What follows belongs to an exercise in optimizing a design on an open flow for small area; a production flow would make more cautious choices. In this exercise RTL edits were held to simulation tests only and were not proved equivalent to the original. No activity file was given, so power comes from the tool's default toggle rates.

==> flow/design.v, too long to show whole: its modules and the start of the top module <==
// module servo_lane: 648 lines
// module se_fa: 4 lines
// module se_ha: 4 lines
// module se_maj: 3 lines
// module servo_engine: 223 lines
module servo_engine (
    input  wire        clk,
    input  wire        rst,          
    input  wire        start,        
    input  wire        slow,         
    input  wire [3:0]  out_dl,       
    input  wire [2:0]  head,         
    output reg  [6:0]  pc,           
    output reg         busy,         
    input  wire [63:0] bundle,       
    input  wire [4:0]  flags,        
    input  wire        first,        
    output wire [31:0] d_raddr,
    input  wire [63:0] d_rdata,
    output wire [1:0]  d_we,         
    output wire [15:0] d_waddr,
    output wire [31:0] d_wdata,
    output wire [31:0] c_raddr,
    input  wire [63:0] c_rdata,
    input  wire        stat_clr,     
    output reg         aovf,
    output reg         qsat,
    output reg         late,
    output reg         slow_trunc,
    output reg  [15:0] fwevt,        
    output reg  [2:0]  loop_evt,     
    output reg  [2:0]  pl_valid,     
    output reg  [2:0]  pl_fail,      
    output reg  [15:0] dac_focus,
    output reg  [15:0] dac_track,
    output reg  [15:0] dac_tilt,
    output reg  [15:0] sled_cmd,
    output reg  [15:0] spindle_cmd,
    output reg  [15:0] elevator_cmd,
    output reg  [15:0] picker_cmd,
    output reg  [15:0] ffpub_focus,
    output reg  [15:0] ffpub_track,
    output reg  [15:0] trace0,
    output reg  [15:0] trace1,
    output reg  [10:0] out_upd
);
  // ...
==> flow/flow/run.sh <==
#!/bin/bash
# The standard layout, with each input and output port buffered by the
# smallest buffer cell instead of the one buffer_ports picks by default.
set -euo pipefail
echo 'export BUFFER_PORTS_ARGS = -buffer_cell sky130_fd_sc_hd__buf_1' >> config.mk
bash standard.sh > standard.log 2>&1
==> flow/standard.sh <==
#!/bin/bash
# synth_recipe.tcl (not shown) runs the flow's synth.tcl, then flattens the netlist and writes it again
# the make line also repeats each setting of config.mk as NAME=value (left out here)
make -C /OpenROAD-flow-scripts/flow DESIGN_CONFIG=/design/flow/config.mk WORK_HOME=/design/flow/orfs CLKGATE_MAP_FILE= SYNTH_SCRIPT=/design/flow/synth_recipe.tcl "${@:-finish}"
==> flow/config.mk <==
export PLATFORM = sky130hd
export DESIGN_NAME = servo_engine
export DESIGN_NICKNAME = servo_engine
export VERILOG_FILES = /design/flow/design.v
export SDC_FILE = /design/flow/constraint.sdc
export NUM_CORES = 4
export LEC_CHECK = 0
export CAP_MARGIN = 20
export CORE_MARGIN = 2
export CORE_UTILIZATION = 55
export CTS_BUF_LIST = sky130_fd_sc_hd__clkbuf_4
export CTS_CLUSTER_DIAMETER = 40
export CTS_CLUSTER_SIZE = 10
export GPL_TIMING_DRIVEN = 0
export SLEW_MARGIN = 20
export BUFFER_PORTS_ARGS = -buffer_cell sky130_fd_sc_hd__buf_1
==> flow/constraint.sdc <==
create_clock -name core_clock -period 15.0 [get_ports {clk}]
set_input_delay 3.0000 -clock core_clock [delete_from_list [all_inputs] [get_ports {clk}]]
set_output_delay 3.0000 -clock core_clock [all_outputs]
set_load 0.01 [all_outputs]
==> notes.md, run 1 <==
The synthesized-area fraction occupied by adder cells is 22.9%. The maximum clock rate came out at 0.0687 GHz. For hold timing, the worst endpoint is dac_track[2]. The slowest stage of the critical path is the sky130_fd_sc_hd__o211ai_1 cell.

The post-route cell area came out at 40800 um^2. The initial antenna violation count is 6. The sequential share of power is 27.1%. The violation count after the first detailed-routing iteration came out at 4956. In this run the top signal layer used is met5.

The global routing usage on met2 is 66.4%. The maximum buffer depth of the clock tree is 3. The count of hold buffers inserted by post-cts repair is 0.

The routed length on met1 came out at 61900 um. The non-clock buffer count in the final layout came out at 961. Dividing total power by cell area gives a power density of 103 nW/um^2. Summed over all nets, the half-perimeter wirelength after detailed placement is 127000 um. In this run the cell area of the synthesized design comes to 37300 um^2. The number of global-route vias before repair is 36000. The final net count is 5784. The pin count of the biggest net entering global routing is 15.

The final max-slew violation count is 0. TritonCTS built the clock tree. The total wire length after detailed routing is 157000 um. On the critical path the largest part of the delay comes from adder cells. The global-route wire length before repair is 232000 um.

The share of synthesized flip-flops with an asynchronous set or reset is 0%. In this run the most critical hold path is launched from dac_track[2]. The ratio of cells with drive above 1 in the final layout came out at 7.58%. Once the clock tree was built, the resizer swapped 0 gates to a different size.

Of the synthesized area, sequential elements account for 16.6%. The flow ran to the end and the layout has no timing, DRC or antenna violations. The fraction of the mapped netlist area in compound gates came out at 22.6%.

Global routing finished with a remaining overflow of 0. The final hold violation count came to 0. The endpoint identified for the worst register-to-register timing path is acc_b[21]. The most used flip-flop cell after synthesis is sky130_fd_sc_hd__dfxtp_1. The die is 264 um tall. The top-level I/O count came out at 548. The filler cell count in the final layout is 6334. The global routing met1 resource utilization is 58.9%. The count of clock-net buffers in the final layout came out at 44. The data required time at the worst endpoint came out at 15.68 ns. The largest fanout on the critical path is 10. The total setup buffers inserted after CTS came out at 0.
==> run 2, diff against run 1 <==
==> flow/flow/run.sh (replaced) <==
#!/bin/bash
# The standard layout with two changes:
#  - each input and output port is buffered by the smallest buffer cell
#    instead of the one buffer_ports picks by default;
#  - after synthesis, flow/polarity.py removes inverters between full adders
#    (a full adder is self-dual), then the standard flow continues.
set -euo pipefail
echo 'export BUFFER_PORTS_ARGS = -buffer_cell sky130_fd_sc_hd__buf_1' >> config.mk
R=$PWD/orfs/results/$FLOW_PLATFORM/servo_engine/base
bash standard.sh $R/1_2_yosys.v > synth.log 2>&1
cp $R/1_2_yosys.v 1_2_yosys_standard.v
python3 flow/polarity.py 1_2_yosys_standard.v $R/1_2_yosys.v > polarity.log 2>&1
bash standard.sh > standard.log 2>&1
==> flow/flow/polarity.py (new file) <==
#!/usr/bin/env python3
"""Removes inverters between full adders of a mapped netlist.

A full adder is self-dual: FA(~a, ~b, ~c) = (~s, ~co). Replacing a full
adder by its dual (inputs and outputs complemented) drops every inverter
that fed only one of its inputs or that one of its outputs fed, and needs a
new inverter for each other input and for the other loads of an output.
The script applies the replacement to one full adder at a time while it
removes more inverters than it adds.

usage: polarity.py IN.v OUT.v
"""
import re
import sys

FA = "sky130_fd_sc_hd__fa_1"
INV = "sky130_fd_sc_hd__inv_1"
INS = ("A", "B", "CIN")
OUTS = ("COUT", "SUM")

src = open(sys.argv[1]).read()
m = re.search(r"^module\s+\w+\s*\(.*?\);\n", src, re.S | re.M)
head_end = m.end()
end = src.rindex("endmodule")
body = src[head_end:end]

# split body into declarations and cell instances
inst_re = re.compile(r"^  (\S+) (\S+ ?)\((.*?)\);\n", re.S | re.M)
decls = []
cells = {}      # name -> [type, {pin: net}]
order = []
pos = 0
for mm in inst_re.finditer(body):
    pre = body[pos:mm.start()]
    decls.append(pre)
    typ, name = mm.group(1), mm.group(2).strip()
    if typ in ("wire", "input", "output", "assign", "inout"):
        decls.append(mm.group(0))
        pos = mm.end()
        continue
    pins = {}
    for pm in re.finditer(r"\.(\w+)\(([^()]*)\)", mm.group(3)):
        pins[pm.group(1)] = pm.group(2).strip()
    cells[name] = [typ, pins]
    order.append(name)
    pos = mm.end()
tail = body[pos:]
decl_text = "".join(decls) + tail
if re.search(r"^\s*assign ", decl_text, re.M):
    sys.exit("netlist has assign statements")

ports = set()
for mm in re.finditer(r"^\s*(?:input|output|inout)\s+(?:\[(\d+):(\d+)\]\s+)?(\S+);", src[:end], re.M):
    if mm.group(1) is not None:
        hi, lo = int(mm.group(1)), int(mm.group(2))
        for i in range(min(hi, lo), max(hi, lo) + 1):
            ports.add(f"{mm.group(3)}[{i}]")
    ports.add(mm.group(3))

OUTPINS = {"X", "Y", "Q", "Q_N", "SUM", "COUT", "HI", "LO"}
drv = {}
loads = {}
def rebuild():
    drv.clear(); loads.clear()
    for n, (t, p) in cells.items():
        for pin, net in p.items():
            if pin in OUTPINS:
                drv[net] = (n, pin)
            else:
                loads.setdefault(net, []).append((n, pin))
rebuild()

cnt = [0]
def newname(prefix):
    cnt[0] += 1
    return f"_pol{prefix}{cnt[0]}_"
new_wires = []

def inv_of(net):
    """An existing inverter whose input is net, if any."""
    for (c, pin) in loads.get(net, []):
        if cells[c][0] == INV:
            return c
    return None

def gain(x):
    t, p = cells[x]
    g = 0
    for pin in INS:
        n = p[pin]
        d = drv.get(n)
        if n.startswith("1'b") or n in ports and d is None:
            if n.startswith("1'b"):
                pass  # constant: flip it for free
            else:
                g -= 0 if inv_of(n) else 1
            continue
        if d and cells[d[0]][0] == INV:
            if len(loads.get(n, [])) == 1 and n not in ports:
                g += 1
        else:
            if not inv_of(n):
                g -= 1
    for pin in OUTS:
        n = p.get(pin)
        if n is None:
            continue
        if n in ports:
            return -99
        ls = loads.get(n, [])
        invs = [c for c, _ in ls if cells[c][0] == INV]
        other = [c for c, _ in ls if cells[c][0] != INV]
        for c in invs:
            if cells[c][1]["Y"] in ports:
                return -99
        g += len(invs)
        if other:
            g -= 1
    return g

def dualize(x):
    t, p = cells[x]
    for pin in INS:
        n = p[pin]
        if n == "1'b0":
            p[pin] = "1'b1"; continue
        if n == "1'b1":
            p[pin] = "1'b0"; continue
        d = drv.get(n)
        if d and cells[d[0]][0] == INV:
            a = cells[d[0]][1]["A"]
            p[pin] = a
            if len(loads.get(n, [])) == 1 and n not in ports:
                del cells[d[0]]
        else:
            c = inv_of(n)
            if c:
                p[pin] = cells[c][1]["Y"]
            else:
                w = newname("w"); new_wires.append(w)
                c = newname("i")
                cells[c] = [INV, {"A": n, "Y": w}]
                p[pin] = w
        rebuild()
    for pin in OUTS:
        n = p.get(pin)
        if n is None:
            continue
        ls = list(loads.get(n, []))
        invs = [c for c, _ in ls if cells[c][0] == INV]
        other = [(c, q) for c, q in ls if cells[c][0] != INV]
        # n now carries the complement of its old value
        for c in invs:
            o = cells[c][1]["Y"]
            for (lc, lp) in list(loads.get(o, [])):
                cells[lc][1][lp] = n
            del cells[c]
        if other:
            w = newname("w"); new_wires.append(w)
            c = newname("i")
            cells[c] = [INV, {"A": n, "Y": w}]
            for (lc, lp) in other:
                cells[lc][1][lp] = w
        rebuild()

before = sum(1 for c in cells.values() if c[0] == INV)
changed = True
rounds = 0
while changed and rounds < 50:
    changed = False
    rounds += 1
    for x in list(cells):
        if x in cells and cells[x][0] == FA and gain(x) > 0:
            dualize(x)
            changed = True
after = sum(1 for c in cells.values() if c[0] == INV)
sys.stderr.write(f"polarity: inverters {before} -> {after}\n")

# drop wires no longer used
used = set()
for t, p in cells.values():
    used.update(p.values())
out = [src[:head_end]]
for line in decl_text.splitlines(keepends=True):
    mm = re.match(r"^\s*wire (\S+);\s*$", line)
    if mm and mm.group(1) not in used and mm.group(1) not in ports:
        continue
    out.append(line)
body_out = "".join(out)
body_out += "".join(f"  wire {w};\n" for w in new_wires if w in used)
for n in order + [c for c in cells if c not in order]:
    if n not in cells:
        continue
    t, p = cells[n]
    conns = ",\n".join(f"    .{k}({v}{' ' if v.startswith(chr(92)) else ''})" for k, v in p.items())
    body_out += f"  {t} {n} (\n{conns}\n  );\n"
body_out += "endmodule\n"
open(sys.argv[2], "w").write(body_out)
==> run 2 against run 1 <==
  * Sequential power about the same
  * Synthesized cell count decreased by 4.4%
  * Global-route usage increased by 0.96 points
  * Wire length decreased by 0.23%
  * Register-to-register slack got worse by 0.02 ns
  * Count of clock-buffer cells in the layout increased by 5
  * Critical path depth unchanged
  * Design area decreased by 1.0%
==> notes.md, run 2 <==
Counting cells, the worst reg-to-reg path comes to 35. The routability congestion estimate from global placement is 1.05. From synthesis to final layout, the design area changed by 10.5%.

The final hold violation count is 0 (unchanged). Total power for the finished layout comes to 4.41 mW. The via density per instance is 6.52. The maximum buffer depth of the clock tree is 3 (unchanged). The max-capacitance violation count is 0. The kind of cell with the highest combined delay along the critical path is adder cells. The critical path is of the input port to register type.

The data required time at the worst endpoint is 15.69 ns (about the same). The violation count after the first detailed-routing iteration came out at 4662 (-5.9%). The remaining global-route overflow is 0 (unchanged). The ratio of cells with drive above 1 in the final layout came out at 8.28% (+0.70 points).

The die height is 262 um (-1.0%). The top-level I/O count is 548 (unchanged). The flow ran to the end and the layout has no timing, DRC or antenna violations. The placement row count is 94. For this design, the slowest cell found on the critical path is sky130_fd_sc_hd__o211ai_1. The worst-skew pair later-pin latency came out at 0.86 ns. The number of port buffers came out at 502. The estimated wirelength of the detail-placed design was 126000 um (-0.80%). The worst setup path is captured at a register. The largest fanout on the critical path is 10 (unchanged). The utilization of the core after routing is 61.4%. The worst hold path begins at dac_focus[2]. By instance count, the cell type seen most on the critical path is sky130_fd_sc_hd__fa_1. The final net count was 5590 (-3.4%). The largest registers in the layout are acc_a (40), acc_b (40). The synthesized netlist cell count is 4362.

Across the VDD grid, the largest voltage drop is 0.0000892 V. The netlist area before placement is 36500 um^2 (-2.0%). The normalized max-slew margin came out at 23.4%. The first TritonRoute pass finished after 8 iterations. The final max-slew violation count came out at 0 (unchanged). The pin count of the biggest net entering global routing is 16 (+1).

In this run the register-to-register setup slack is 2.45 ns. The detail route stage leaves a number of antenna-violating nets equal to 0. The aggregate global-route resource usage is 44.8%. The largest single stage delay on the critical path is 0.96 ns. The total via count in the routed design is 38000.

The finished layout holds 5825 standard cells, fillers aside. Leaving out fill and tap cells, the most frequent cell in the layout is sky130_fd_sc_hd__buf_1. Leaving out fill and tap cells, the most frequent cells in the layout are sky130_fd_sc_hd__buf_1, sky130_fd_sc_hd__nand2_1, sky130_fd_sc_hd__xnor2_1, sky130_fd_sc_hd__fa_1, sky130_fd_sc_hd__dfxtp_1. The floorplan die area came out at 68500 um^2. The net count after synthesis came out at 5029. Counting I/O delays and the setup requirement, the final critical path takes 14.55 ns. TritonCTS built the clock tree.

The clock-pin slew of the registers on the worst-case setup and hold paths came out at 0.10 ns. The detail-routed net length per standard cell is 27.0 um. The endpoint identified for the worst register-to-register timing path is acc_b[8]. The total area inside the core boundary comes to 65700 um^2. The final worst setup slack came out at 0.454 ns. The sink count of the clock tree came out at 309. The post-detailed-route DRC marker count came out at 0.

The initial antenna violation count is 12 (+6). Setup repair after global routing left no endpoint under its margin. At the worst endpoint, the arrival time is 15.23 ns. The cell depth of the worst hold path is 2. The root cell of the clock tree is sky130_fd_sc_hd__clkbuf_4.

The global-route wire length before repair came to 230000 um (-1.1%). In this run the critical register-to-register path is launched from busy. In this run the worst hold path is classified as register to register. The slew at the pin closest to its max-slew limit is 1.14 ns. The number of warnings issued by yosys is 2. The setup-violating endpoint count in the final report came out at 0. Summed over all cells, the static leakage comes to 16.5 nW. The total wire length after detailed routing was 157000 um (-0.23%). The mean area per synthesized cell is 8.37 um^2. At the placement stage, the worst setup path has a slack of -0.482 ns.

The initial utilization of the core area, before any placement, comes to 55.5%. The maximum clock rate is 0.0687 GHz (+0.13%). The number of buffers created by CTS is 49. In this run the number of H-tree levels came out at 2. The floorplan die width is 262 um.

The number of global-route vias before repair is 35300 (-2.2%). The worst hold path terminates at dac_focus[2]. The combined buffer and inverter count along the critical path came out at 7. The worst clock skew on the final layout is 0.0938 ns. The power per cell area came to 109 nW/um^2 (+5.7%).

The ratio of final minimum period to clock period is 97.0%. STA classifies the critical path startpoint as an input port. The placed instance count is 5729.
-- run 2: layer usage --
| metal | vias to the layer above | part of all wire (%) | global-route usage [%] | routed length, um |
|---|---|---|---|---|
| met2 | 2634 | 43 | 67.0 | 67400 |
| met4 | 12 | 5.5 | 20.8 | 8610 |
| met1 | 18300 | 39 | 60.0 | 60900 |
| met5 | - | 0.049 | 0 | 77 |
| li1 | 16500 | - | - | - |
| met3 | 513 | 13 | 12.4 | 20100 |
-- run 2: power breakdown --
part	switching [mW]	leakage, nW	internal [mW]	total, mW
registers	0.214	2.52	0.946	1.16
clock network	0.365	0.415	0.312	0.677
logic	1.66	13.6	0.909	2.57
total	2.24	16.5	2.17	4.41
-- run 2: timing repair --
action / 4_1_cts / 5_1_grt
buffers inserted: 0 / 6
gates resized for setup: 0 / 7
hold buffers: 0 / 0
endpoints found under the setup margin: 0 / 37
-- run 2: per-stage QoR --
| stage | hold slack [ns] | setup TNS [ns] | area [um^2] |
|---|---|---|---|
| 3_5_place_dp | 0.446 | -12.62 | 39500 |
| 3_3_place_gp | 0.442 | -8.65 | 39500 |
| 5_1_grt | 0.490 | 0 | 40400 |
| 6_report | 0.470 | 0 | 40400 |
| 2_1_floorplan | 0.502 | 0 | 36500 |
| 4_1_cts | 0.470 | 0 | 40300 |
-- run 2: tightest hold or removal path: stages (launching register included) --
cell                       delay, ns
sky130_fd_sc_hd__dfxtp_1        0.33
sky130_fd_sc_hd__nand2_1        0.05
sky130_fd_sc_hd__o221ai_1       0.06
-- run 2: worst max-delay path by stage --
stage,from,endpoint,cells past startpoint
2_1_floorplan,bundle[56],acc_b[5],37
3_3_place_gp,bundle[61],acc_b[15],33
3_5_place_dp,bundle[61],acc_b[15],33
4_1_cts,bundle[61],acc_b[15],33
5_1_grt,bundle[61],acc_b[8],35
6_report,bundle[61],acc_b[8],34
-- run 2: cell type report --
class                   count  area [um^2]
inverters                 223          837
clock inverters            32          404
repair buffers            510         1940
fillers                  6195        25400
flip-flops and latches    309         6210
diodes                      8         20.0
well taps                 864         1080
plain buffers             452         2220
clock buffers              49          368
multi-input cells        3378        27300
==> run 3, diff against run 2 <==
==> flow/config.mk (replaced) <==
export PLATFORM = sky130hd
export DESIGN_NAME = servo_engine
export DESIGN_NICKNAME = servo_engine
export VERILOG_FILES = /design/flow/design.v
export SDC_FILE = /design/flow/constraint.sdc
export NUM_CORES = 4
export LEC_CHECK = 0
export CAP_MARGIN = 0
export CORE_MARGIN = 2
export CORE_UTILIZATION = 55
export CTS_BUF_LIST = sky130_fd_sc_hd__clkbuf_4
export CTS_CLUSTER_DIAMETER = 40
export CTS_CLUSTER_SIZE = 10
export SLEW_MARGIN = 0
export BUFFER_PORTS_ARGS = -buffer_cell sky130_fd_sc_hd__buf_1
==> run 3 against run 2 <==
  * Largest power group unchanged
  * Area after synthesis is the same
  * Sequential share of layout area grew 0.43 points
  * Still clean on timing, DRC and antenna
  * Design area shrank 2.7%
  * Critical endpoint is now acc_a[33]
==> notes.md, run 3 <==
The final max-slew violation count came to 0 (unchanged). The count of hold buffers inserted by post-cts repair came out at 0 (unchanged). The floorplan die width came out at 262 um (unchanged).

The data required time at the worst endpoint was 15.71 ns (+0.02 ns). The sequential standard cell area came out at 6210 um^2 (unchanged). Setup repair after global routing left no endpoint under its margin.

STA classifies the critical path endpoint as a register. Tracing the worst setup path back leads to its startpoint at bundle[31]. The setup path with the least slack is of type input port to register. The ratio of final minimum period to clock period is 91.5% (-5.5 points). The post-detailed-route DRC marker count is 0 (unchanged). The number of nets still failing antenna checks after routing came to 0 (unchanged). The run finished with no timing, DRC or antenna violations. The worst-skew pair later-pin latency came out at 0.79 ns (-0.07 ns).

The top-level I/O count is 548 (unchanged). The via density per instance came out at 6.53 (+0.17%). The cell depth of the worst flop-to-flop path is 34 (-2.9%). The end of the worst register-to-register path is acc_b[30]. The slew at the pin closest to its max-slew limit came to 1.17 ns (+0.0290 ns). The estimated wirelength of the detail-placed design is 115000 um (-8.8%).

TritonCTS built the clock tree. The initial antenna violation count came out at 7 (-5). The critical register-to-register path startpoint is busy. The largest registers in the layout are acc_a (40), acc_b (40). The path class of the lowest-slack min-delay path is register to register. The global routing met1 resource utilization came out at 59.6% (-0.48 points). The starting density of the core came to 55.5% (unchanged). The remaining global-route overflow is 0 (unchanged). The final hold violation count came out at 0 (unchanged). The violation count after the first detailed-routing iteration came out at 4734 (+1.5%). The setup-violating endpoint count in the final report came out at 0 (unchanged). The highest ir drop seen on vdd is 0.0000990 V (+11%). The maximum clock rate came out at 0.0729 GHz (+6.0%).

The total via count in the routed design is 35900 (-5.4%). The number of iterations in the first detailed-routing pass is 6 (-2). The layer with the highest usage is met2. In this run the worst setup path terminates at acc_a[33].

The synthesized netlist cell count is 4362 (unchanged). The pin count of the biggest net entering global routing is 59 (+43). The placement row count came out at 94 (unchanged). The clock-pin slew of the registers on the worst-case setup and hold paths came out at 0.11 ns (about the same).

The number of buffers created by CTS is 42 (-14%). The number of warnings issued by yosys is 2 (unchanged). The met3 usage in global routing came out at 10.6% (-1.8 points). The detail-routed net length per standard cell is 26.7 um (-1.1%).

The number of port buffers is 473 (-5.8%). The normalized max-slew margin came to 21.5% (-1.9 points). The global routing usage on met2 is 60.6% (-6.4 points).

The layout overhead on the synthesized area came out at 7.50%. The largest fanout on the critical path is 19 (+9). The mean area per synthesized cell is 8.37 um^2 (unchanged). The footprint of the multi-input gates came out at 27400 um^2 (+0.49%).

The smallest hold slack is 0.472 ns (+0.00221 ns). The die height came to 262 um (unchanged). The area of the placeable core was 65700 um^2 (unchanged).

The final critical delay including setup and external delays is 13.72 ns (-0.821 ns). Clock tree synthesis selected as its root buffer the cell sky130_fd_sc_hd__clkbuf_4. The total negative slack for setup checks came to 0 ns (unchanged). The net count after synthesis came out at 5029 (unchanged). The max-capacitance violation count is 0 (unchanged). The global-route wire length before repair came to 216000 um (-5.8%). The final net count is 5279 (-5.6%). The worst setup path is launched from an input port. The total setup buffers inserted after CTS came out at 0 (unchanged). Leaving out fill and tap cells, the most frequent cells in the layout are sky130_fd_sc_hd__buf_1, sky130_fd_sc_hd__nand2_1, sky130_fd_sc_hd__fa_1.

The worst reg-to-reg setup slack came out at 3.12 ns (+0.67 ns). The largest individual stage delay along the critical path comes from the cell sky130_fd_sc_hd__nor4_1. The aggregate global-route resource usage was 41.9% (-2.9 points). The worst clock skew on the final layout was 0.0764 ns (-0.0173 ns).

The maximum cell stage delay along the critical path is 0.82 ns (-0.14 ns). The leakage power figure is 16.1 nW (-2.5%). The power per cell area came out at 110 nW/um^2 (+0.43%).

The filler cell count in the final layout is 6139 (-0.90%). The commonest non-fill, non-tap cell in the layout is sky130_fd_sc_hd__buf_1. The post-cts resize count came to 0 (unchanged). The number of global-route vias before repair was 32600 (-7.5%). The worst path arrival time came out at 14.44 ns (-0.79 ns).

The sink count of the clock tree is 309 (unchanged). The routability congestion estimate from global placement came out at 0.991 (-5.6%). Counting stages on the worst path, the most repeated cell is sky130_fd_sc_hd__fa_1. The netlist area before placement is 36500 um^2 (unchanged).

The floorplan die area came to 68500 um^2 (unchanged). The number of levels in the clock H-tree is 2 (unchanged). The ratio of cells with drive above 1 in the final layout came out at 8.63% (+0.36 points). The total wire length after detailed routing is 147000 um (-6.6%).

The maximum buffer depth of the clock tree came out at 3 (unchanged).
run 3: metrics by stage:
| stage | setup slack (ns) | utilization (%) | instance area, um^2 | power (mW) | instances |
|---|---|---|---|---|---|
| 3_3_place_gp | 0.696 | 58.9 | 38700 | 3.69 | 5432 |
| 2_1_floorplan | 2.26 | - | 36500 | 2.79 | 4362 |
| 5_1_grt | 0.795 | 59.7 | 39300 | 4.55 | 5499 |
| 6_report | 1.28 | 59.7 | 39300 | 4.31 | 5499 |
| 4_1_cts | 1.41 | 59.7 | 39300 | 4.24 | 5497 |
| 3_5_place_dp | 0.552 | 58.9 | 38700 | 3.70 | 5432 |
run 3: routing by layer:
| layer | part of all wire [%] | vias to the layer above |
|---|---|---|
| met2 | 42 | 2292 |
| li1 | - | 15900 |
| met5 | 0.031 | - |
| met4 | 4.7 | 4 |
| met3 | 12 | 316 |
| met1 | 41 | 17400 |
run 3: critical path: cells and delay by family:
family	cells	cell delay, ns
buffers and inverters	3	1.01
AO/OA/AOI/OAI	6	1.60
AND/OR/NAND/NOR	10	3.16
XOR/XNOR	1	0.21
adder cells (fa/ha/maj)	13	5.42
run 3: worst min path at each step:
| stage | slack, ns | endpoint | from | cells after the start |
|---|---|---|---|---|
| 2_1_floorplan | 0.50 | late | late | 2 |
| 3_3_place_gp | 0.44 | elevator_cmd[0] | elevator_cmd[0] | 2 |
| 3_5_place_dp | 0.44 | dac_tilt[2] | dac_tilt[2] | 2 |
| 4_1_cts | 0.47 | elevator_cmd[0] | elevator_cmd[0] | 2 |
| 5_1_grt | 0.49 | spindle_cmd[10] | spindle_cmd[10] | 2 |
| 6_report | 0.47 | picker_cmd[1] | picker_cmd[1] | 2 |
run 3: area by class of cell:
class / instances / area share (%)
Clock buffer: 50 / 0.956
Inverter: 223 / 2.13
Clock inverter: 15 / 0.421
Antenna cell: 2 / 0.0127
Timing Repair Buffer: 658 / 8.10
Sequential cell: 309 / 15.8
Tap cell: 864 / 2.75
Multi-Input combinational cell: 3378 / 69.8
run 3: power by group:
group          switching (mW)  leakage [nW]  internal, mW  total [mW]
clock network           0.325         0.304         0.213       0.538
logic                    1.68          13.3         0.949        2.63
registers               0.196          2.52         0.946        1.14
total                    2.20          16.1          2.11        4.31
==> run 4, diff against run 3 <==
==> flow/config.mk (replaced) <==
export PLATFORM = sky130hd
export DESIGN_NAME = servo_engine
export DESIGN_NICKNAME = servo_engine
export VERILOG_FILES = /design/flow/design.v
export SDC_FILE = /design/flow/constraint.sdc
export NUM_CORES = 4
export LEC_CHECK = 0
export CAP_MARGIN = 10
export CORE_MARGIN = 2
export CORE_UTILIZATION = 70
export CTS_BUF_LIST = sky130_fd_sc_hd__clkbuf_4
export CTS_CLUSTER_DIAMETER = 40
export CTS_CLUSTER_SIZE = 10
export SLEW_MARGIN = 10
export BUFFER_PORTS_ARGS = -buffer_cell sky130_fd_sc_hd__buf_1
==> run 4 against run 3 <==
  * Count of clock-buffer cells in the layout shrank 1
  * Utilization rose by 16 points
  * Sequential share of layout area up 0.15 points
  * Global-route usage up 9.1 points
  * Clock skew decreased by 0.014 ns
==> notes.md, run 4 <==
The number of global-route vias before repair came to 34300 (+5.0%). The starting density of the core is 71.0% (+15 points). The clock-pin slew of the registers on the worst-case setup and hold paths came out at 0.11 ns (about the same).

The setup-violating endpoint count in the final report came to 0 (unchanged). The flow ran to the end and the layout has no timing, DRC or antenna violations. Setup repair after global routing left no endpoint under its margin. The highest ir drop seen on vdd is 0.000122 V (+24%). The worst reg-to-reg setup slack is 2.84 ns (-0.28 ns). The netlist area before placement came out at 36500 um^2 (unchanged). The largest registers in the layout are acc_a (40), acc_b (40). The sink count of the clock tree came out at 309 (unchanged). The top-level I/O count was 548 (unchanged). The net count after synthesis was 5029 (unchanged). The total setup buffers inserted after CTS came out at 0 (unchanged). The worst clock skew on the final layout is 0.0625 ns (-0.0139 ns). The detail-routed net length per standard cell came out at 26.5 um (-0.44%). The leakage power figure is 16.0 nW (-0.56%). The final max-slew violation count came out at 0 (unchanged). The number of warnings issued by yosys was 2 (unchanged). The normalized max-slew margin came out at 18.6% (-2.9 points). The final net count came to 5257 (-0.42%). The net switching fraction of the power is 51.0% (about the same). The number of nets still failing antenna checks after routing was 0 (unchanged). The largest fanout on the critical path came out at 17 (-2).

In this run the worst hold path is classified as register to register. The post-cts resize count is 0 (unchanged). The remaining global-route overflow is 0 (unchanged). The cell-internal power was 2.12 mW (+0.43%).

The cell area after placement was 38300 um^2 (-1.1%). The number of port buffers was 473 (unchanged). The worst path arrival time is 14.69 ns (+0.25 ns). The switching power summed over all nets came to 2.21 mW (+0.27%). The final critical delay including setup and external delays came to 14.00 ns (+0.276 ns). The relative contribution of the clock network to total power came out at 13.0% (+0.5 points). STA classifies the critical path endpoint as a register. The library cells used most frequently in the layout, excluding fill and tap cells, are sky130_fd_sc_hd__buf_1, sky130_fd_sc_hd__nand2_1, sky130_fd_sc_hd__fa_1. The final worst setup slack is 0.999 ns (-0.276 ns).

The floorplan die width came out at 232 um (-11%). The count of placed standard cells in the final layout, fillers left out is 5303 (-3.6%). The maximum cell stage delay along the critical path came out at 0.70 ns (-0.12 ns).

The die height is 232 um (-11%). The mean area per synthesized cell came out at 8.37 um^2 (unchanged). STA classifies the critical path startpoint as an input port. The routability congestion estimate from global placement came to 1.05 (+6.1%). The placement row count came to 83 (-12%). The total negative slack for setup checks is 0 ns (unchanged).

The total wire length after detailed routing is 141000 um (-4.0%). The number of levels in the clock H-tree came out at 2 (unchanged). The total via count in the routed design came to 37100 (+3.3%). The initial antenna violation count came out at 15 (+8). The worst setup path is of the input port to register kind.

The ratio of cells with drive above 1 in the final layout came out at 8.28% (-0.36 points). The max-capacitance violation count is 0 (unchanged). The post-route cell area came out at 38900 um^2 (-0.93%). The ratio of final minimum period to clock period is 93.3% (+1.8 points). The setup slack at placement was 0.344 ns (-0.208 ns). The worst-skew pair later-pin latency is 0.82 ns (+0.03 ns). The pin count of the biggest net entering global routing is 48 (-19%). The count of hold buffers inserted by post-cts repair came out at 0 (unchanged). The post-detailed-route DRC marker count came to 0 (unchanged). By instance count, the cell type seen most on the critical path is sky130_fd_sc_hd__fa_1. The final hold violation count came out at 0 (unchanged). The placed instance count came out at 5222 (-3.9%). The aggregate global-route resource usage is 51.0% (+9.1 points). Relative to the synthesized area, the layout overhead comes to 6.50%. TritonCTS built the clock tree. The via density per instance was 7.00 (+7.2%). The root cell of the clock tree is sky130_fd_sc_hd__clkbuf_4. For this design, the slowest cell found on the critical path is sky130_fd_sc_hd__o31ai_2. The combinational share of power was 60.7% (-0.3 points). The library cell used most frequently in the layout, excluding fill and tap cells, is sky130_fd_sc_hd__buf_1.

The number of iterations in the first detailed-routing pass is 8 (+2). The power per cell area came out at 111 nW/um^2 (+1.3%). The slew at the pin closest to its max-slew limit was 1.22 ns (+0.0430 ns). The number of buffers created by CTS is 45 (+7.1%). The maximum buffer depth of the clock tree is 3 (unchanged). The floorplan die area is 54000 um^2 (-21%). The violation count after the first detailed-routing iteration is 5576 (+18%). The maximum clock rate was 0.0714 GHz (-2.0%). The sequential share of power came to 26.4% (about the same). The estimated wirelength of the detail-placed design was 109000 um (-5.5%). The synthesized netlist cell count is 4362 (unchanged).

The data required time at the worst endpoint came out at 15.69 ns (-0.02 ns). The overall power after layout came to 4.32 mW (+0.35%). The area of the placeable core came out at 51400 um^2 (-22%).

The global-route wire length before repair came out at 210000 um (-3.2%).
-- run 4: power by group through the flow --
stage	combinational (mW)	clock [mW]	sequential (mW)
2_1_floorplan	1.74	0	1.05
3_3_place_gp	2.45	0	1.14
3_5_place_dp	2.50	0	1.14
4_1_cts	2.52	0.557	1.12
5_1_grt	2.79	0.589	1.14
6_report	2.62	0.561	1.14
-- run 4: critical path: cells and delay by family --
family | cells | cell delay (ns)
mux | 3 | 0.97
compound gates | 8 | 3.18
fa+ha+maj | 12 | 5.47
xor+xnor | 2 | 0.43
buf+inv | 3 | 0.92
simple gates | 4 | 0.69
-- run 4: final timing paths --
path | startpoint | to | cells past startpoint
worst min register to register | elevator_cmd[4] | elevator_cmd[4] | 2
worst max-delay path | bundle[56] | acc_b[31] | 32
worst max register to register | busy | acc_b[31] | 30
worst min-delay path | elevator_cmd[4] | elevator_cmd[4] | 2
-- run 4: routing by layer --
metal / global-route usage (%) / wire (um)
met2: 73.8 / 58300
met5: 2.02 / 224
met1: 64.1 / 49400
met4: 31.8 / 11200
met3: 19.1 / 21600
-- run 4: layout make-up --
cell class / count / area [um^2]
Inverter: 223 / 837
Clock inverter: 23 / 223
Multi-Input combinational cell: 3378 / 27400
Fill cell: 3963 / 12500
Timing Repair Buffer: 633 / 2980
Antenna cell: 8 / 20.0
Clock buffer: 49 / 368
Tap cell: 680 / 851
Sequential cell: 309 / 6210
-- run 4: through the flow --
step | util [%] | hold slack (ns)
6_report | 75.7 | 0.469
5_1_grt | 75.7 | 0.491
4_1_cts | 75.6 | 0.471
3_5_place_dp | 74.5 | 0.445
3_3_place_gp | 74.5 | 0.441
2_1_floorplan | - | 0.502
==> run 5, diff against run 4 <==
--- a/flow/flow/polarity.py
+++ b/flow/flow/polarity.py
@@ -25,7 +25,7 @@
 body = src[head_end:end]
 
 # split body into declarations and cell instances
-inst_re = re.compile(r"^  (\S+) (\S+ ?)\((.*?)\);\n", re.S | re.M)
+inst_re = re.compile(r"^  (\S+) (\S+)\s*\((.*?)\);\n", re.S | re.M)
 decls = []
 cells = {}      # name -> [type, {pin: net}]
 order = []
@@ -163,7 +163,10 @@
                 cells[lc][1][lp] = w
         rebuild()
 
-before = sum(1 for c in cells.values() if c[0] == INV)
+def ninv():
+    return sum(1 for c in cells.values() if c[0] == INV)
+
+before = ninv()
 changed = True
 rounds = 0
 while changed and rounds < 50:
@@ -173,8 +176,25 @@
         if x in cells and cells[x][0] == FA and gain(x) > 0:
             dualize(x)
             changed = True
-after = sum(1 for c in cells.values() if c[0] == INV)
-sys.stderr.write(f"polarity: inverters {before} -> {after}\n")
+
+# remove cells whose outputs drive nothing (dead logic left by synthesis)
+COMB_OUT = ("X", "Y")
+dead = 0
+changed = True
+while changed:
+    changed = False
+    for n in list(cells):
+        t, p = cells[n]
+        outs = [v for k, v in p.items() if k in OUTPINS]
+        if not outs or any(k in ("Q", "Q_N", "HI", "LO") for k in p):
+            continue
+        if all(not loads.get(v) and v not in ports for v in outs):
+            del cells[n]
+            dead += 1
+            changed = True
+    rebuild()
+after = ninv()
+sys.stderr.write(f"polarity: inverters {before} -> {after}, dead cells removed {dead}\n")
 
 # drop wires no longer used
 used = set()
--- a/flow/config.mk
+++ b/flow/config.mk
@@ -5,11 +5,11 @@
 export SDC_FILE = /design/flow/constraint.sdc
 export NUM_CORES = 4
 export LEC_CHECK = 0
-export CAP_MARGIN = 10
+export CAP_MARGIN = 0
 export CORE_MARGIN = 2
 export CORE_UTILIZATION = 70
 export CTS_BUF_LIST = sky130_fd_sc_hd__clkbuf_4
 export CTS_CLUSTER_DIAMETER = 40
 export CTS_CLUSTER_SIZE = 10
-export SLEW_MARGIN = 10
+export SLEW_MARGIN = 0
 export BUFFER_PORTS_ARGS = -buffer_cell sky130_fd_sc_hd__buf_1
==> run 5 against run 4 <==
  * Design area about the same
  * Utilization about the same
  * Wire length about the same
  * Critical path depth unchanged
  * Synthesized cell count unchanged
  * Still clean
  * Via count down 0.13%
  * Highest routed layer unchanged
  * Largest power group unchanged
  * First-iteration DRC count down 5.6%
  * Worst hold slack better by 0.0018 ns
  * Fmax about the same
  * Sequential cell count unchanged
==> notes.md, run 5 <==
The number of global-route vias before repair is 34300 (unchanged). The violation count after the first detailed-routing iteration came out at 5262 (-5.6%). The largest fanout on the critical path was 17 (unchanged). The total negative slack for setup checks came out at 0 ns (unchanged). The synthesized netlist cell count came out at 4362 (unchanged). The data required time at the worst endpoint came to 15.69 ns (about the same). The slew at the pin closest to its max-slew limit was 1.23 ns (+0.0104 ns). The cell at the slowest stage of the critical path is sky130_fd_sc_hd__o31ai_2. The initial antenna violation count came out at 15 (unchanged). The critical path is of the input port to register type. The maximum cell stage delay along the critical path came out at 0.70 ns (about the same). The post-cts resize count came to 0 (unchanged). The global-route wire length before repair came out at 210000 um (unchanged). The placed instance count came out at 5222 (unchanged). In the layout the commonest cells are sky130_fd_sc_hd__buf_1, sky130_fd_sc_hd__nand2_1, sky130_fd_sc_hd__fa_1. The routability congestion estimate from global placement is 1.05 (unchanged). TritonCTS built the clock tree.

The detail-routed net length per standard cell is 26.5 um (about the same). In this run the critical register-to-register path is captured at acc_b[34]. For hold timing, the worst endpoint is elevator_cmd[4]. The floorplan die area is 54000 um^2 (unchanged). The via density per instance came out at 6.99 (-0.11%). The count of hold buffers inserted by post-cts repair is 0 (unchanged). The total wire length after detailed routing was 141000 um (about the same).

The filler cell count in the final layout came to 3964 (+0.025%). The maximum buffer depth of the clock tree is 3 (unchanged). The clock-pin slew of the registers on the worst-case setup and hold paths came out at 0.11 ns (about the same). The cell depth of the worst hold path is 2 (unchanged). The top-level I/O count is 548 (unchanged). The total via count in the routed design came out at 37100 (-0.13%). The remaining global-route overflow is 0 (unchanged). The number of port buffers is 473 (unchanged).

The highest ir drop seen on vdd is 0.000123 V (+0.42%). The worst hold path begins at elevator_cmd[4]. The final max-slew violation count is 0 (unchanged). The number of buffers created by CTS is 45 (unchanged).

The smallest hold slack came out at 0.471 ns (+0.00179 ns). The tightest min-delay check is of the register to register type. The startpoint identified for the worst register-to-register timing path is busy. The flow ran to the end and the layout has no timing, DRC or antenna violations. The worst clock skew on the final layout is 0.0560 ns (-0.00653 ns). The root cell of the clock tree is sky130_fd_sc_hd__clkbuf_4.

The number of iterations in the first detailed-routing pass is 8 (unchanged). The largest registers in the layout are acc_a (40), acc_b (40). Setup repair after global routing left no endpoint under its margin. The estimated wirelength of the detail-placed design was 109000 um (unchanged). The starting density of the core came to 71.0% (unchanged). The ratio of final minimum period to clock period came out at 93.4% (about the same).

The cell depth of the worst flop-to-flop path is 30 (unchanged). The maximum clock rate was 0.0714 GHz (about the same). The sink count of the clock tree is 309 (unchanged).

The pin count of the biggest net entering global routing is 48 (unchanged). The net count after synthesis was 5029 (unchanged). The commonest non-fill, non-tap cell in the layout is sky130_fd_sc_hd__buf_1. The ratio of cells with drive above 1 in the final layout is 8.26% (-0.020 points). The count of placed standard cells in the final layout, fillers left out is 5302 (-0.019%). The floorplan die width came out at 232 um (unchanged).

The final critical delay including setup and external delays came out at 14.00 ns (+0.00277 ns). The placement row count is 83 (unchanged). The area of the placeable core is 51400 um^2 (unchanged). The setup-violating endpoint count in the final report is 0 (unchanged). STA classifies the critical path startpoint as an input port. The final hold violation count was 0 (unchanged). The power per cell area came to 111 nW/um^2 (-0.10%). The max-capacitance violation count was 0 (unchanged).

The aggregate global-route resource usage came out at 51.0% (unchanged). The post-detailed-route DRC marker count is 0 (unchanged). The number of levels in the clock H-tree is 2 (unchanged).

The worst reg-to-reg setup slack came out at 2.84 ns (about the same). The number of warnings issued by yosys is 2 (unchanged). The die height is 232 um (unchanged). The leakage power figure came out at 16.0 nW (about the same). The final net count came out at 5256 (-0.019%).

The mean area per synthesized cell is 8.37 um^2 (unchanged). The worst setup path is captured at a register. The worst path arrival time was 14.70 ns (about the same).

The normalized max-slew margin came to 17.9% (-0.69 points). The layout overhead on the synthesized area was 6.48% (about the same). The netlist area before placement came out at 36500 um^2 (unchanged). The total setup buffers inserted after CTS came out at 0 (unchanged). The most used cell along the critical path is sky130_fd_sc_hd__fa_1. The worst-skew pair later-pin latency came out at 0.82 ns (about the same). The number of nets still failing antenna checks after routing came out at 0 (unchanged).
## run 5: worst max-delay path, delay by kind of cell
kind            cells  cell delay, ns
buf+inv             3            0.92
fa+ha+maj          12            5.47
compound gates      8            3.19
mux                 3            0.95
simple gates        4            0.70
xor+xnor            2            0.43
## run 5: per-layer routing
| metal | wire, um | up-vias | global-route usage, % |
|---|---|---|---|
| met1 | 49200 | 17400 | 64.1 |
| li1 | - | 15900 | - |
| met3 | 21900 | 748 | 19.1 |
| met2 | 58200 | 3059 | 73.8 |
| met5 | 224 | - | 2.02 |
| met4 | 11200 | 16 | 31.8 |
## run 5: worst max path at each step
stage | from | endpoint | slack (ns) | cells past startpoint
final | bundle[56] | acc_b[34] | 1.0 | 32
after global routing | bundle[56] | acc_b[34] | 0.53 | 32
after CTS | bundle[56] | acc_b[31] | 1.18 | 32
after floorplan | bundle[56] | acc_b[5] | 2.26 | 37
after detailed placement | bundle[56] | acc_b[31] | 0.34 | 32
after global placement | bundle[56] | acc_b[31] | 0.59 | 32
## run 5: power by group
group	internal (mW)	switching [mW]
Sequential	0.946	0.195
Clock	0.219	0.339
Combinational	0.950	1.67
## run 5: area by class of cell
cell class,instances,area [um^2],share of cell area [%]
inverter,223,837,2.15
clock inverter,23,223,0.573
tap,680,851,2.19
timing repair buffer,632,2970,7.64
sequential,309,6210,16.0
antenna,8,20.0,0.0515
clock buffer,49,368,0.946
multi-input combinational,3378,27400,70.5
## run 5: metrics by stage
step / utilization [%] / cell area, um^2 / power [mW] / worst slack [ns]
CTS: 75.6 / 38900 / 4.20 / 1.18
global route: 75.6 / 38900 / 4.52 / 0.532
finish: 75.6 / 38900 / 4.32 / 0.997
global placement: 74.5 / 38300 / 3.59 / 0.591
floorplan: - / 36500 / 2.79 / 2.26
detailed placement: 74.5 / 38300 / 3.64 / 0.344
==> run 6, diff against run 5 <==
--- a/flow/config.mk
+++ b/flow/config.mk
@@ -7,7 +7,7 @@
 export LEC_CHECK = 0
 export CAP_MARGIN = 0
 export CORE_MARGIN = 2
-export CORE_UTILIZATION = 70
+export CORE_UTILIZATION = 60
 export CTS_BUF_LIST = sky130_fd_sc_hd__clkbuf_4
 export CTS_CLUSTER_DIAMETER = 40
 export CTS_CLUSTER_SIZE = 10
==> run 6 against run 5 <==
  * Still clean on timing, DRC and antenna
  * Via count decreased by 2.5%
  * Fmax up 2.3%
  * Synthesized cell count unchanged
  * Worst hold slack better by 0.0035 ns
  * Final cell count is 2.2% higher
  * Clock power grew 13%
  * Power grew 1.5%
  * Combinational power is essentially flat
  * Critical path type unchanged
  * Critical endpoint is now acc_b[31]
  * Wire length rose by 1.2%
  * First-iteration DRC count shrank 12%
  * Non-clock buffer count rose by 11
  * Count of clock-buffer cells in the layout rose by 4
==> notes.md, run 6 <==
The number of port buffers came to 473 (unchanged). The relative contribution of the clock network to total power came to 14.5% (+1.6 points). The estimated wirelength of the detail-placed design is 111000 um (+2.3%).

The final worst setup slack is 1.31 ns (+0.312 ns). The maximum cell stage delay along the critical path is 1.00 ns (+0.30 ns). The starting density of the core came out at 60.6% (-10 points). The number of global-route vias before repair is 34000 (-0.74%). The total wire length after detailed routing came to 142000 um (+1.2%). The library cell used most frequently in the layout, excluding fill and tap cells, is sky130_fd_sc_hd__buf_1. The cell area after placement came out at 38500 um^2 (+0.59%). The post-detailed-route DRC marker count came out at 0 (unchanged).

The final hold violation count is 0 (unchanged). The net count after synthesis is 5029 (unchanged). The worst-skew pair later-pin latency is 0.83 ns (about the same). The ratio of cells with drive above 1 in the final layout is 8.57% (+0.31 points). The cell depth of the worst hold path was 2 (unchanged). The total negative slack for setup checks came to 0 ns (unchanged). The maximum clock rate is 0.0730 GHz (+2.3%).

In the final layout, the registers with the most flip-flops are acc_a (40), acc_b (40). The aggregate global-route resource usage came out at 44.4% (-6.7 points). The root buffer cell chosen for the clock tree is sky130_fd_sc_hd__clkbuf_4.

The net switching fraction of the power is 50.2% (-0.80 points). The area growth from synthesis to layout is 7.39%. The setup-violating endpoint count in the final report came out at 0 (unchanged). TritonCTS built the clock tree.

The die height came out at 251 um (+7.9%). The top-level I/O count came out at 548 (unchanged). The final critical delay including setup and external delays is 13.69 ns (-0.312 ns).

The global-route wire length before repair is 213000 um (+1.8%). The post-route cell area is 39200 um^2 (+0.86%). The cell-internal power came out at 2.18 mW (+3.1%). The area of the placeable core was 60200 um^2 (+17%). The switching power summed over all nets is 2.20 mW (-0.13%). The clock-pin slew of the registers on the worst-case setup and hold paths is 0.10 ns (about the same).

The sink count of the clock tree is 309 (unchanged). The capture endpoint of the worst hold path is dac_focus[4]. The count of hold buffers inserted by post-cts repair came out at 0 (unchanged).

The startpoint identified for the worst hold timing path is dac_focus[4]. Among the stages of the critical path, the cell type that occurs most often is sky130_fd_sc_hd__fa_1. The synthesized netlist cell count came out at 4362 (unchanged). The ratio of final minimum period to clock period was 91.3% (-2.1 points). The number of iterations in the first detailed-routing pass came to 6 (-2). The highest ir drop seen on vdd came out at 0.0000997 V (-19%). The number of buffers created by CTS came out at 47 (+4.4%).

The final net count is 5269 (+0.25%). The sequential share of power came to 26.0% (-0.4 points). Setup repair after global routing left no endpoint under its margin.

The data required time at the worst endpoint came out at 15.69 ns (about the same). The remaining global-route overflow is 0 (unchanged). The floorplan die width is 251 um (+7.9%). The placement row count is 90 (+8.4%). The tightest min-delay check is of the register to register type. The pin count of the biggest net entering global routing came out at 49 (+2.1%). The initial antenna violation count came out at 6 (-9). STA classifies the critical path startpoint as an input port. The post-cts resize count came to 0 (unchanged). The detail-routed net length per standard cell is 26.3 um (-0.91%). The floorplan die area came to 62900 um^2 (+16%). The worst path arrival time came out at 14.38 ns (-0.32 ns). The via density per instance is 6.67 (-4.5%). The combinational share of power came out at 59.5% (-1.1 points). The total setup buffers inserted after CTS was 0 (unchanged). The cell depth of the worst flop-to-flop path is 32 (+6.7%). The normalized max-slew margin came out at 18.1% (+0.12 points). The leakage power figure came out at 16.2 nW (+0.69%). The total via count in the routed design came to 36100 (-2.5%).

The worst reg-to-reg setup slack came out at 3.58 ns (+0.74 ns). The largest fanout on the critical path is 20 (+3). The violation count after the first detailed-routing iteration is 4638 (-12%). The netlist area before placement is 36500 um^2 (unchanged). The worst setup path is captured at a register.

The maximum buffer depth of the clock tree came out at 3 (unchanged). The worst clock skew on the final layout is 0.0699 ns (+0.0139 ns). The cell at the slowest stage of the critical path is sky130_fd_sc_hd__xnor2_2. The routability congestion estimate from global placement is 1.01 (-3.6%). The final max-slew violation count is 0 (unchanged). The mean area per synthesized cell is 8.37 um^2 (unchanged).

The power per cell area came out at 112 nW/um^2 (+0.59%). The run finished with no timing, DRC or antenna violations. In this run the critical register-to-register path is launched from run_b. The endpoint identified for the worst register-to-register timing path is acc_b[31]. The slew at the pin closest to its max-slew limit is 1.22 ns (-0.00325 ns). The max-capacitance violation count came out at 0 (unchanged). The number of levels in the clock H-tree came out at 2 (unchanged). The start-to-end type of the worst setup path is input port to register. In the layout the commonest cells are sky130_fd_sc_hd__buf_1, sky130_fd_sc_hd__nand2_1, sky130_fd_sc_hd__fa_1. The number of warnings issued by yosys was 2 (unchanged). The number of nets still failing antenna checks after routing came out at 0 (unchanged).

The setup slack at placement came out at 0.610 ns (+0.267 ns).
## run 6: critical path, delay by kind of cell
family | cells | cell delay, ns
AO/OA/AOI/OAI | 7 | 1.98
XOR/XNOR | 3 | 1.49
adder cells (fa/ha/maj) | 12 | 5.51
buffers and inverters | 3 | 0.81
multiplexers | 3 | 0.97
AND/OR/NAND/NOR | 3 | 0.58
## run 6: worst max path at each step
stage / endpoint / slack (ns) / start
finish: acc_b[31] / 1.31 / bundle[56]
floorplan: acc_b[5] / 2.26 / bundle[56]
global route: acc_b[36] / 0.66 / bundle[56]
global placement: acc_b[31] / 0.82 / bundle[56]
CTS: acc_b[31] / 1.42 / bundle[56]
detailed placement: acc_b[31] / 0.61 / bundle[56]
## run 6: layout make-up
cell class	count	area (um^2)
multi-input combinational	3378	27400
fill	5489	21000
sequential	309	6210
timing repair buffer	643	3070
tap	782	978
inverter	223	837
clock buffer	53	398
clock inverter	26	315
antenna	3	7.51
## run 6: routing by layer
layer	part of all wire, %	track usage, %	routed length (um)
met2	43	66.1	61100
met1	38	58.0	54700
met3	13	15.1	18800
met5	0.019	0.232	27
met4	5.5	20.7	7810
## run 6: metrics by stage
stage,utilization [%],hold WS [ns],std cells,power (mW)
after global routing,65.1,0.498,5416,4.61
final,65.1,0.474,5417,4.38
after detailed placement,63.9,0.444,5335,3.66
after global placement,63.9,0.442,5335,3.64
after floorplan,-,0.502,4362,2.79
after CTS,65.1,0.474,5414,4.30
## run 6: power by group through the flow
stage | combinational, mW | clock [mW] | sequential [mW]
floorplan | 1.74 | 0 | 1.05
global placement | 2.49 | 0 | 1.15
detailed placement | 2.52 | 0 | 1.14
CTS | 2.54 | 0.632 | 1.13
global route | 2.80 | 0.670 | 1.15
finish | 2.61 | 0.633 | 1.14
==> run 7, diff against run 6 <==
--- a/flow/flow/run.sh
+++ b/flow/flow/run.sh
@@ -6,6 +6,7 @@
 #    (a full adder is self-dual), then the standard flow continues.
 set -euo pipefail
 echo 'export BUFFER_PORTS_ARGS = -buffer_cell sky130_fd_sc_hd__buf_1' >> config.mk
+echo 'export GPL_KEEP_OVERFLOW = 0' >> config.mk
 R=$PWD/orfs/results/$FLOW_PLATFORM/servo_engine/base
 bash standard.sh $R/1_2_yosys.v > synth.log 2>&1
 cp $R/1_2_yosys.v 1_2_yosys_standard.v
--- a/flow/config.mk
+++ b/flow/config.mk
@@ -13,3 +13,4 @@
 export CTS_CLUSTER_SIZE = 10
 export SLEW_MARGIN = 0
 export BUFFER_PORTS_ARGS = -buffer_cell sky130_fd_sc_hd__buf_1
+export GPL_KEEP_OVERFLOW = 0
==> run 7 against run 6 <==
  * Synthesized cell count unchanged
  * Power fell by 0.89%
  * First-iteration DRC count increased by 10%
  * Sequential power barely moved
  * The layout now fails its checks (capacitance limit, slew limit)
  * Sequential share of layout area about the same
  * Via count is essentially flat
==> notes.md, run 7 <==
The number of nets still failing antenna checks after routing came out at 0 (unchanged). The cell-internal power was 2.12 mW (-2.8%). The combinational share of power is 59.7% (+0.2 points). The largest registers in the layout are acc_a (40), acc_b (40). The relative contribution of the clock network to total power came out at 14.0% (-0.5 points). The filler cell count in the final layout came to 5383 (-1.9%).

The maximum buffer depth of the clock tree is 3 (unchanged). The run finished, with violations left. The worst clock skew on the final layout came out at 0.119 ns (+0.0496 ns).

The area of the placeable core is 60200 um^2 (unchanged). The power per cell area is 111 nW/um^2 (-0.85%). The number of warnings issued by yosys was 2 (unchanged).

The total via count in the routed design is 36100 (-0.055%). The count of hold buffers inserted by post-cts repair is 0 (unchanged). The normalized max-slew margin came out at -2.75% (-21 points). The floorplan die width came out at 251 um (unchanged).

The highest ir drop seen on vdd came to 0.0000848 V (-15%). The placement row count came out at 90 (unchanged). The worst-skew pair later-pin latency came out at 0.89 ns (+0.06 ns). The number of levels in the clock H-tree was 2 (unchanged). The library cell used most frequently in the layout, excluding fill and tap cells, is sky130_fd_sc_hd__buf_1. The layout overhead on the synthesized area is 7.35% (about the same). The floorplan die area came to 62900 um^2 (unchanged).

The layout checks failed on capacitance limit, slew limit. The die height is 251 um (unchanged). The critical path is of the input port to register type. The via density per instance came out at 6.77 (+1.4%). The pin count of the biggest net entering global routing was 44 (-10%).

The total negative slack for setup checks is 0 ns (unchanged). The routability congestion estimate from global placement came out at 1.00 (-1.1%). The critical path launch point type is an input port. Setup repair after global routing left no endpoint under its margin. TritonCTS built the clock tree. The number of buffers created by CTS is 50 (+6.4%).

The maximum cell stage delay along the critical path came to 1.13 ns (+0.13 ns). The global-route wire length before repair is 217000 um (+1.6%). The max-capacitance violation count is 3 (+3). The final critical delay including setup and external delays is 14.55 ns (+0.861 ns).

The final max-slew violation count is 13 (+13). The cell at the slowest stage of the critical path is sky130_fd_sc_hd__a32oi_1. The top-level I/O count was 548 (unchanged). The worst path arrival time is 15.25 ns (+0.87 ns). The initial antenna violation count is 10 (+4). The aggregate global-route resource usage came out at 45.1% (+0.71 points). The remaining global-route overflow is 0 (unchanged). The mean area per synthesized cell is 8.37 um^2 (unchanged). The violation count after the first detailed-routing iteration is 5101 (+10%). In the layout the commonest cells are sky130_fd_sc_hd__buf_1, sky130_fd_sc_hd__nand2_1, sky130_fd_sc_hd__fa_1. The ratio of cells with drive above 1 in the final layout is 7.67% (-0.90 points). The sink count of the clock tree came out at 309 (unchanged).

The data required time at the worst endpoint came out at 15.70 ns (about the same). The most used cell along the critical path is sky130_fd_sc_hd__fa_1. The number of port buffers is 473 (unchanged).

The cell sitting at the root of the clock tree is a sky130_fd_sc_hd__clkbuf_4. The final net count is 5184 (-1.6%). The netlist area before placement is 36500 um^2 (unchanged).

The path class of the tightest hold or removal check is register to register. The synthesized netlist cell count is 4362 (unchanged). The clock-pin slew of the registers on the worst-case setup and hold paths came out at 0.11 ns (about the same). The ratio of final minimum period to clock period is 97.0% (+5.7 points). The switching power summed over all nets came to 2.22 mW (+1.0%). The slew at the pin closest to its max-slew limit came out at 1.54 ns (+0.318 ns). The final hold violation count was 0 (unchanged). The detail-routed net length per standard cell is 27.0 um (+2.7%). The leakage power figure came out at 16.0 nW (-1.2%).

The post-route cell area came to 39200 um^2 (about the same). The net count after synthesis came out at 5029 (unchanged). The net switching fraction of the power was 51.2% (+0.97 points).

The number of global-route vias before repair came out at 34200 (+0.46%). The estimated wirelength of the detail-placed design came out at 111000 um (-0.17%). The largest fanout on the critical path came out at 28 (+40%). The cell area after placement was 38300 um^2 (-0.51%). The post-detailed-route DRC marker count is 0 (unchanged). The sequential share of power came out at 26.3% (+0.3 points). The number of iterations in the first detailed-routing pass came to 7 (+1). The starting density of the core came out at 60.6% (unchanged).

The worst setup path is captured at a register. The setup-violating endpoint count in the final report is 0 (unchanged). The maximum clock rate is 0.0687 GHz (-5.9%).

The total wire length after detailed routing is 144000 um (+1.2%).
run 7: cell types whose count changed in the layout (fill, tap and decap cells not counted), moves of 5 or more:
cell                      before  now
sky130_fd_sc_hd__buf_4       169   26
sky130_fd_sc_hd__a21oi_1     275  264
sky130_fd_sc_hd__buf_8         0   26
sky130_fd_sc_hd__diode_2       3    8
sky130_fd_sc_hd__a21oi_2       8   18
sky130_fd_sc_hd__xnor2_1     329  321
sky130_fd_sc_hd__xnor2_2       7   13
sky130_fd_sc_hd__buf_6         0   20
sky130_fd_sc_hd__buf_16        0    5
run 7: final cells by class:
type / instances / area (um^2) / area share, %
Clock buffer: 55 / 413 / 1.05
Antenna cell: 8 / 20.0 / 0.0511
Clock inverter: 29 / 272 / 0.693
Multi-Input combinational cell: 3378 / 27600 / 70.5
Tap cell: 782 / 978 / 2.50
Inverter: 223 / 837 / 2.14
Sequential cell: 309 / 6210 / 15.8
Timing Repair Buffer: 555 / 2830 / 7.21
run 7: what timing repair did:
action / 4_1_cts / 5_1_grt
pin swaps: 0 / 1
cloned: 0 / 0
resized for setup: 4 / 8
setup endpoints to repair: 38 / 39
setup buffers: 0 / 2
run 7: per-stage QoR:
stage	cells	hold WS [ns]	utilization, %	power, mW	worst slack (ns)
6_report	5339	0.473	65.1	4.34	0.447
5_1_grt	5338	0.492	65.1	4.59	0.0500
4_1_cts	5319	0.474	64.7	4.25	0.00214
3_5_place_dp	5235	0.445	63.6	3.64	-1.61
3_3_place_gp	5165	0.441	61.5	3.54	-10.48
2_1_floorplan	4362	0.502	-	2.79	2.26
run 7: per-layer routing:
metal | up-vias | share of wire (%) | GRT usage, %
li1 | 15700 | - | -
met1 | 17400 | 38 | 59.4
met2 | 2510 | 43 | 68.1
met3 | 457 | 13 | 12.7
met4 | 6 | 6.0 | 22.1
met5 | - | 0.030 | 0
run 7: worst paths after layout:
kind                        end           from  cells after the start  slack (ns)
setup / recovery       acc_a[8]     bundle[24]                     31        0.45
setup reg to reg      acc_b[37]           busy                     30        2.30
hold / removal    dac_focus[15]  dac_focus[15]                      2        0.47
hold reg to reg   dac_focus[15]  dac_focus[15]                      2        0.47
run 7: power by group through the flow:
stage	clock network [mW]	logic [mW]	registers, mW
finish	0.607	2.59	1.14
global route	0.644	2.79	1.15
CTS	0.608	2.51	1.13
detailed placement	0	2.49	1.15
global placement	0	2.39	1.15
floorplan	0	1.74	1.05
run 7: worst max-delay path, delay by kind of cell:
family | cells | cell delay (ns)
XOR/XNOR | 1 | 0.46
AO/OA/AOI/OAI | 8 | 2.95
AND/OR/NAND/NOR | 9 | 2.40
buffers and inverters | 1 | 0.52
adder cells (fa/ha/maj) | 11 | 5.16
multiplexers | 1 | 0.67

-- re-timing with driven ports --
In the flow no input, the clock included, has a driving cell. The finished layouts below were timed again as built, in two steps. Step 1, drivers: a clkbuf_16 drives clk and a buf_2 each remaining input, both assumed. Step 2, shift: input delay + t, output delay - t, t = (earliest + latest rising clock arrival at the registers) / 2. This alone moves slack from input paths to output paths. Slacks: no drivers / after step 1 / after step 2; pairs: no drivers / after step 1.
| run | t (ns) | setup WS [ns] | worst setup path at the end | latest minus earliest clock arrival (ns) | worst register clock-pin slew, ns |
|---|---|---|---|---|---|
| run 1 | 0.805 | 0.436 / 0.351 / -0.454 | input to register | 0.087 / 0.087 | 0.12 / 0.12 |
| run 2 | 0.878 | 0.454 / 0.493 / -0.385 | input to register | 0.102 / 0.102 | 0.12 / 0.12 |
| run 3 | 0.811 | 1.276 / 1.270 / 0.459 | input to register | 0.077 / 0.077 | 0.12 / 0.12 |
| run 4 | 0.843 | 0.999 / 1.019 / 0.177 | input to register | 0.063 / 0.063 | 0.11 / 0.11 |
| run 5 | 0.840 | 0.997 / 1.017 / 0.177 | input to register | 0.056 / 0.056 | 0.12 / 0.12 |
| run 6 | 0.855 | 1.309 / 1.345 / 0.490 | input to register | 0.070 / 0.070 | 0.12 / 0.12 |
| run 7 | 0.891 | 0.447 / 0.489 / -0.402 | input to register | 0.128 / 0.128 | 0.11 / 0.11 |
For run 1, which loses most, drivers alone change the setup slack by -0.085 ns; drivers and shift together by -0.890 ns.
